From an optimization exercise on the open Yosys and OpenROAD flow, aimed at small area, a short achievable clock period and few clock cycles per item; shortcuts taken in it are not production practice. Function was checked by simulation only, so behaviour that the tests miss may differ from the original. Power is estimated from default activity; no workload was simulated.

// wte_sha384
module wte_sha384 (
    input  wire         clk,
    input  wire         rst,           
    input  wire         in_valid,
    output wire         in_ready,
    input  wire [63:0]  in_word,
    input  wire         in_first,      
    input  wire         in_last,       
    output wire         out_valid,
    input  wire         out_ready,
    output wire [383:0] out_digest
);
For scale: roughly 11,000 cells after synthesis, about 2,300 flip-flops, roughly 460 I/O pins, about 100,000 sq um of cells after synthesis.
==> flow/config.mk <==
export PLATFORM = sky130hd
export DESIGN_NAME = wte_sha384
export DESIGN_NICKNAME = wte_sha384
export VERILOG_FILES = /design/flow/design.v
export SDC_FILE = /design/flow/constraint.sdc
export NUM_CORES = 4
export LEC_CHECK = 0
export ABC_AREA = 1
export CAP_MARGIN = 40
export CORE_MARGIN = 2
export CORE_UTILIZATION = 40
export CTS_CLUSTER_DIAMETER = 80
export CTS_CLUSTER_SIZE = 30
export PLACE_DENSITY = 0.72
export SLEW_MARGIN = 40
export SYNTH_MEMORY_MAX_BITS = 16384
==> flow/constraint.sdc <==
create_clock -name core_clock -period 11.0 [get_ports {clk}]
set_input_delay 2.2000 -clock core_clock [delete_from_list [all_inputs] [get_ports {clk}]]
set_output_delay 2.2000 -clock core_clock [all_outputs]
set_load 0.01 [all_outputs]
standard.sh (not shown) runs the stock make flow with config.mk's settings and CLKGATE_MAP_FILE= SYNTH_SCRIPT=/design/flow/synth_recipe.tcl, a recipe that flattens the netlist after the stock synthesis.
==> flow/flow/run.sh <==
#!/bin/bash
set -euo pipefail
bash standard.sh SETUP_SLACK_MARGIN=7.2 finish > standard_flow.log 2>&1
The starting point completed without violations.
Testbench counts at the start, summed over its fixed seeds: cycles 202,356, blocks 2,407.
Change:
==> flow/run.sh (new file) <==
#!/bin/bash
# synth_recipe.tcl (not shown) runs the flow's synth.tcl, then flattens the netlist and writes it again
# the make line also repeats each setting of config.mk as NAME=value (left out here)
make -C /OpenROAD-flow-scripts/flow DESIGN_CONFIG=/design/flow/config.mk WORK_HOME=/design/flow/orfs CLKGATE_MAP_FILE= SYNTH_SCRIPT=/design/flow/synth_recipe.tcl finish
Settings changed: SETUP_SLACK_MARGIN set to 5.
removed: flow/flow/run.sh
removed: flow/standard.sh
=>
- synthesized cell count does not change
- routed wire length came out lower by a few percent
- clock skew goes up by 9.3 ps
- combinational power decreases by roughly a tenth
- total power drops by a few percent
- maximum frequency shrinks by a quarter to a third
- setup slack gets worse by 1500 ps
Change:
==> flow/flow/run.sh (new file) <==
#!/bin/bash
set -euo pipefail
bash standard.sh SETUP_SLACK_MARGIN=7.2 finish > standard_flow.log 2>&1
==> flow/standard.sh (new file) <==
#!/bin/bash
# synth_recipe.tcl (not shown) runs the flow's synth.tcl, then flattens the netlist and writes it again
# the make line also repeats each setting of config.mk as NAME=value (left out here)
make -C /OpenROAD-flow-scripts/flow DESIGN_CONFIG=/design/flow/config.mk WORK_HOME=/design/flow/orfs CLKGATE_MAP_FILE= SYNTH_SCRIPT=/design/flow/synth_recipe.tcl "${@:-finish}"
Settings changed: CAP_MARGIN 40 to 20, SETUP_SLACK_MARGIN 5 to not set, SLEW_MARGIN 40 to 20.
removed: flow/run.sh
Effect: Sequential power is about the same. Via count came out higher by a few percent. Power came out higher by a few percent. Area after synthesis stays the same.
Change:
Settings changed: CAP_MARGIN 20 to 40, CORE_UTILIZATION 40 to 50, SLEW_MARGIN 20 to 40.
Outcome:
- setup slack improves by 160 ps
- die area came out lower by about 20%
- via count came out higher by 2.3%
- global-route usage came out higher by 9.6 points
- first-iteration DRC count came out higher by 11%
- fmax came out higher by about 4%
- sequential cell count does not change
- sequential power barely changes


wte_sha384, a different RTL version from the one above (not shown whole).
Size: roughly 12000 cells after synthesis, ~2300 flip-flops, about 460 I/O pins.
Settings: LEC_CHECK=0, ABC_AREA=1, CAP_MARGIN=40, CORE_MARGIN=2, CORE_UTILIZATION=40, CTS_CLUSTER_DIAMETER=80, CTS_CLUSTER_SIZE=30, SLEW_MARGIN=40, SYNTH_MEMORY_MAX_BITS=16384; clock period 11.0 ns.
==> flow/flow/run.sh <==
#!/bin/bash
set -euo pipefail
bash standard.sh SETUP_SLACK_MARGIN=7.2 finish > standard_flow.log 2>&1
Testbench counts at the start, summed over its fixed seeds: cycles 202,356, blocks 2,407.
Change:
- CTS_CLUSTER_DIAMETER: 80 -> not set
- CTS_CLUSTER_SIZE: 30 -> not set
After rerunning:
- sequential share of layout area shrinks by 0.90 points
- non-clock buffer count goes down by 43
- critical path depth falls by 12
- power went up by about 8%
- first-iteration DRC count decreases by 1.8%
- clock skew goes up by 44 ps
- synthesized area is unchanged
- global-route usage rises by 0.27 points
- clock power climbs by about 40%

-- what the ideal ports hide --
In the flow no input, the clock included, has a driving cell. The finished layouts below were timed again as built, in two steps.
Step 1 sets driving cells, clkbuf_16 on the clock port and buf_2 on the other inputs (assumed; they add their load-dependent delay and slew).
Step 2 times the ports against the registers' clock, not the clock port: input delays grow and output delays shrink by t, the midpoint of the rising clock arrivals with the driver on.
Slacks: ideal ports / drivers / drivers and shift; pairs: ideal ports / drivers.
run | t (ns) | setup WS [ns] | latest minus earliest clock arrival (ns) | cell pins on the clock port's net
the first run of note 1 | 0.931 | 7.109 / 7.018 / 6.621 | 0.111 / 0.111 | 1
the second run of note 1 | 0.932 | 5.606 / 5.606 / 5.606 | 0.112 / 0.112 | 1
the third run of note 1 | 0.938 | 7.022 / 7.013 / 6.225 | 0.124 / 0.124 | 1
the fourth run of note 1 | 0.933 | 7.178 / 7.075 / 6.634 | 0.056 / 0.055 | 1
the first run of note 2 | 0.918 | 7.118 / 7.093 / 6.733 | 0.068 / 0.068 | 1
the second run of note 2 | 0.997 | 7.144 / 7.037 / 6.688 | 0.111 / 0.110 | 1
After both steps every run listed still meets setup and hold. For the third run of note 1, which loses most, drivers alone change the setup slack by -0.009 ns; drivers and shift together by -0.797 ns.
